What follows belongs to an exercise in optimizing a design on an open flow for small area, a short achievable clock period and few clock cycles per item; a production flow would make more cautious choices.
Function was checked by simulation only, so behaviour that the tests miss may differ from the original.
Power is estimated from default activity; no workload was simulated.

## tau_arith
module tau_arith (
    input  wire        clk,
    input  wire        rst,           
    input  wire        in_valid,
    output wire        in_ready,
    input  wire        in_fn,         
    input  wire [63:0] in_a,
    input  wire [63:0] in_b,
    output reg         out_valid,
    output reg  [63:0] out_result,
    output reg         out_range
);
Settings: LEC_CHECK=0, CAP_MARGIN=20, CORE_MARGIN=2, CORE_UTILIZATION=40, SLEW_MARGIN=20; clock period 14.0 ns.
standard.sh (not shown) runs the stock make flow with config.mk's settings and CLKGATE_MAP_FILE= SYNTH_SCRIPT=/design/flow/synth_recipe.tcl, a recipe that flattens the netlist after the stock synthesis.
==> flow/flow/run.sh <==
#!/bin/bash
# The standard layout, with repair_timing asked for more setup slack than the
# clock period needs (so that it sizes the critical paths up), and the port
# buffers made with sky130_fd_sc_hd__buf_2.
set -euo pipefail
bash standard.sh SETUP_SLACK_MARGIN=8 "BUFFER_PORTS_ARGS=-buffer_cell sky130_fd_sc_hd__buf_2" finish > standard_make.log 2>&1
Testbench counts at the start, summed over its fixed seeds: cycles 36,108, items 16,000.
Then changed:
--- a/flow/design.v
+++ b/flow/design.v
@@ -31,29 +31,46 @@
     reg  [2:0] cnt;               
     reg [34:0] dq;                
     reg [20:0] w_r;               
     reg [31:0] w_sec;             
     reg  [8:0] w_lo;              
     reg  [1:0] w_x;               
     reg        w_rng;             
+    wire        in_abad = (in_a[31:0] >= NS_PER_SEC);
+    wire        in_bbad = (in_b[31:0] >= NS_PER_SEC);
+    wire        in_m1   = (&in_b[63:31]) | ~(|in_b[63:31]);    
+    wire        in_m3   = (&in_b[63:40]) | ~(|in_b[63:40]);    
     wire last  = busy & (cnt == 3'd1);
     wire s2_add = s2_v & ~s2_fn & ~s2_rng;
     wire s2_res = s2_v & (s2_fn | s2_rng);
     wire [2:0] cnt_set = s2_m1 ? 3'd1 : s2_m3 ? 3'd3 : 3'd7;
     wire busy_n  = s2_add | (busy & ~last);
-    wire wres_n  = s2_res & last;
+    wire wres_n  = s2_res;
     wire [2:0] cnt1  = s2_add ? cnt_set : (cnt - 3'd1);
     wire       last1 = busy_n & (cnt1 == 3'd1);
     wire s1_add = s1_v & ~s1_fn & ~s1_rng;
     wire s1_res = s1_v & (s1_fn | s1_rng);
-    wire [2:0] cnt2  = s1_add ? (s1_m1 ? 3'd1 : s1_m3 ? 3'd3 : 3'd7) : (cnt1 - 3'd1);
-    wire busy2   = s1_add | (busy_n & ~last1);
-    wire last2   = busy2 & (cnt2 == 3'd1);
-    wire wres2   = s1_res & last1;
-    assign in_ready = (~busy2 | last2) & (~wres2 | last2);
+    reg        rdy;
+    assign in_ready = rdy;
+    wire [2:0] n_cnt    = s2_add ? cnt_set : busy ? (cnt - 3'd1) : cnt;
+    wire       n_busy   = ~rst & busy_n;
+    wire       n_last   = n_busy & (n_cnt == 3'd1);
+    wire       n_s2_add = ~rst & s1_add;
+    wire [2:0] n_set2   = s1_m1 ? 3'd1 : s1_m3 ? 3'd3 : 3'd7;
+    wire       n_busy1  = n_s2_add | (n_busy & ~n_last);
+    wire [2:0] n_cnt1   = n_s2_add ? n_set2 : (n_cnt - 3'd1);
+    wire       n_last1  = n_busy1 & (n_cnt1 == 3'd1);
+    wire       n_s1_v   = ~rst & in_valid & rdy;
+    wire       n_s1_add = n_s1_v & ~in_fn & ~in_abad;
+    wire [2:0] n_set1   = in_m1 ? 3'd1 : in_m3 ? 3'd3 : 3'd7;
+    wire [2:0] n_cnt2   = n_s1_add ? n_set1 : (n_cnt1 - 3'd1);
+    wire       n_busy2  = n_s1_add | (n_busy1 & ~n_last1);
+    wire       n_last2  = n_busy2 & (n_cnt2 == 3'd1);
+    always @(posedge clk)
+        rdy <= ~n_busy2 | n_last2;
     wire [20:0] rem  = w_r;
     wire [25:0] rp   = {rem, dq[34:30]};
     wire [32:0] ge;
     genvar gi;
     assign ge[0]  = 1'b1;
     assign ge[32] = 1'b0;
     generate
@@ -2445,18 +2462,14 @@
     wire shy_2325 = shp_2177 ^ (shg_2246 | shp_2247);
     wire shy_2326 = shp_2179 ^ (shg_2270 | shp_2271);
     wire shy_2327 = shp_2181 ^ (shg_2232 | shp_2233);
     wire shy_2328 = shp_2183 ^ (shg_2272 | shp_2273);
     wire shy_2329 = shp_2185 ^ (shg_2248 | shp_2249);
     wire [26:0] ph0 = {shx_2302, shx_2301, shx_2300, shx_2299, shx_2298, shx_2297, shx_2296, shx_2295, shx_2294, shx_2293, shx_2292, shx_2291, shx_2290, shx_2289, shx_2288, shx_2287, shx_2286, shx_2285, shx_2284, shx_2283, shx_2282, shx_2281, shx_2280, shx_2279, shx_2278, shx_2277, shx_2276};
     wire [26:0] ph1 = {shy_2329, shy_2328, shy_2327, shy_2326, shy_2325, shy_2324, shy_2323, shy_2322, shy_2321, shy_2320, shy_2319, shy_2318, shy_2317, shy_2316, shy_2315, shy_2314, shy_2313, shy_2312, shy_2311, shy_2310, shy_2309, shy_2308, shy_2307, shy_2306, shy_2305, shy_2304, shy_2303};
-    wire        in_abad = (in_a[31:0] >= NS_PER_SEC);
-    wire        in_bbad = (in_b[31:0] >= NS_PER_SEC);
-    wire        in_m1   = (&in_b[63:31]) | ~(|in_b[63:31]);    
-    wire        in_m3   = (&in_b[63:40]) | ~(|in_b[63:40]);    
     wire [3:0]  in_k    = {in_fn, ~in_fn & ~in_m3, ~in_fn & ~in_m1 & in_m3, ~in_fn & in_m1};
     always @(posedge clk) begin
         s1_fn  <= in_fn;
         s1_rng <= in_abad | (in_fn & in_bbad);
         s1_m1  <= in_m1;
         s1_m3  <= in_m3;
         s1_kc[0] <= in_k[3];
@@ -2510,34 +2523,31 @@
     end
     wire [5:0]  pl    = {1'b0, sec_b[4:0]} + {1'b0, d};
     wire [31:0] sec_v = {pl[5] ? ph1 : ph0, pl[4:0]};
     always @(posedge clk) begin
         if (last) begin
             out_result <= {sec_v, 2'b00, r_step, w_lo};
             out_range  <= 1'b0;
-        end else if (wres) begin
+        end else begin
             out_result <= {w_sec, w_x, w_r, w_lo};
             out_range  <= w_rng;
-        end else begin
-            out_result <= s2_rng ? 64'd0 : sum[63:0];
-            out_range  <= s2_rng;
         end
     end
     always @(posedge clk) begin
         if (rst) begin
             busy      <= 1'b0;
             wres      <= 1'b0;
             out_valid <= 1'b0;
         end else begin
             if (busy) begin
                 dq  <= {dq[29:0], d};
                 cnt <= cnt - 3'd1;
                 w_r <= r_step;
             end
-            out_valid <= last | wres | s2_res;
+            out_valid <= last | wres;
             busy <= busy_n;
             wres <= wres_n;
             if (s2_add) begin
                 cnt   <= cnt_set;
                 dq    <= dq_init;
                 w_r   <= r_init;
                 w_sec <= sec_k;
Global-route usage falls by 0.27 points.
Cell area falls by about 0.7%.
Via count falls by about 7%.
Critical path depth rises by 15.
Worst setup slack gets worse by 0.11 ns.
Die area falls by 3.6%.
Routed wire length falls by 5.9%.
Maximum frequency falls by 1.8%.
Synthesized area falls by 3.6%.
Combinational power falls by about 9%.
First-iteration DRC count falls by 30%.
Final cell count falls by 3.7%.
Utilization rises by 1.4 points.
Testbench counts after the change, summed over its fixed seeds: cycles 32,160, items 16,000.

-- re-timing with driven ports --
In the flow no input, the clock included, has a driving cell. The finished layouts below were timed again as built, in two steps. Step 1: set_driving_cell puts a clkbuf_16 on clk and a buf_2 on each other input, an assumption about the parent block. Step 2 adds t to the input delays and takes it off the output delays; t is the mean of the earliest and latest rising clock arrival at the registers after step 1. Input paths then give back, and output paths get back, about the clock's delay inside the block. Three values: no drivers, after step 1, after step 2; two values: the first two.
run	t, ns	setup WS [ns]	worst hold slack (ns)
the first run	0.678	8.129 / 8.063 / 7.566	0.311 / 0.311 / 0.311
the second run	0.714	8.023 / 8.023 / 7.964	0.316 / 0.316 / 0.316
After both steps setup and hold are still met in every run listed. For the first run, which loses most, drivers alone change the setup slack by -0.066 ns; drivers and shift together by -0.563 ns.
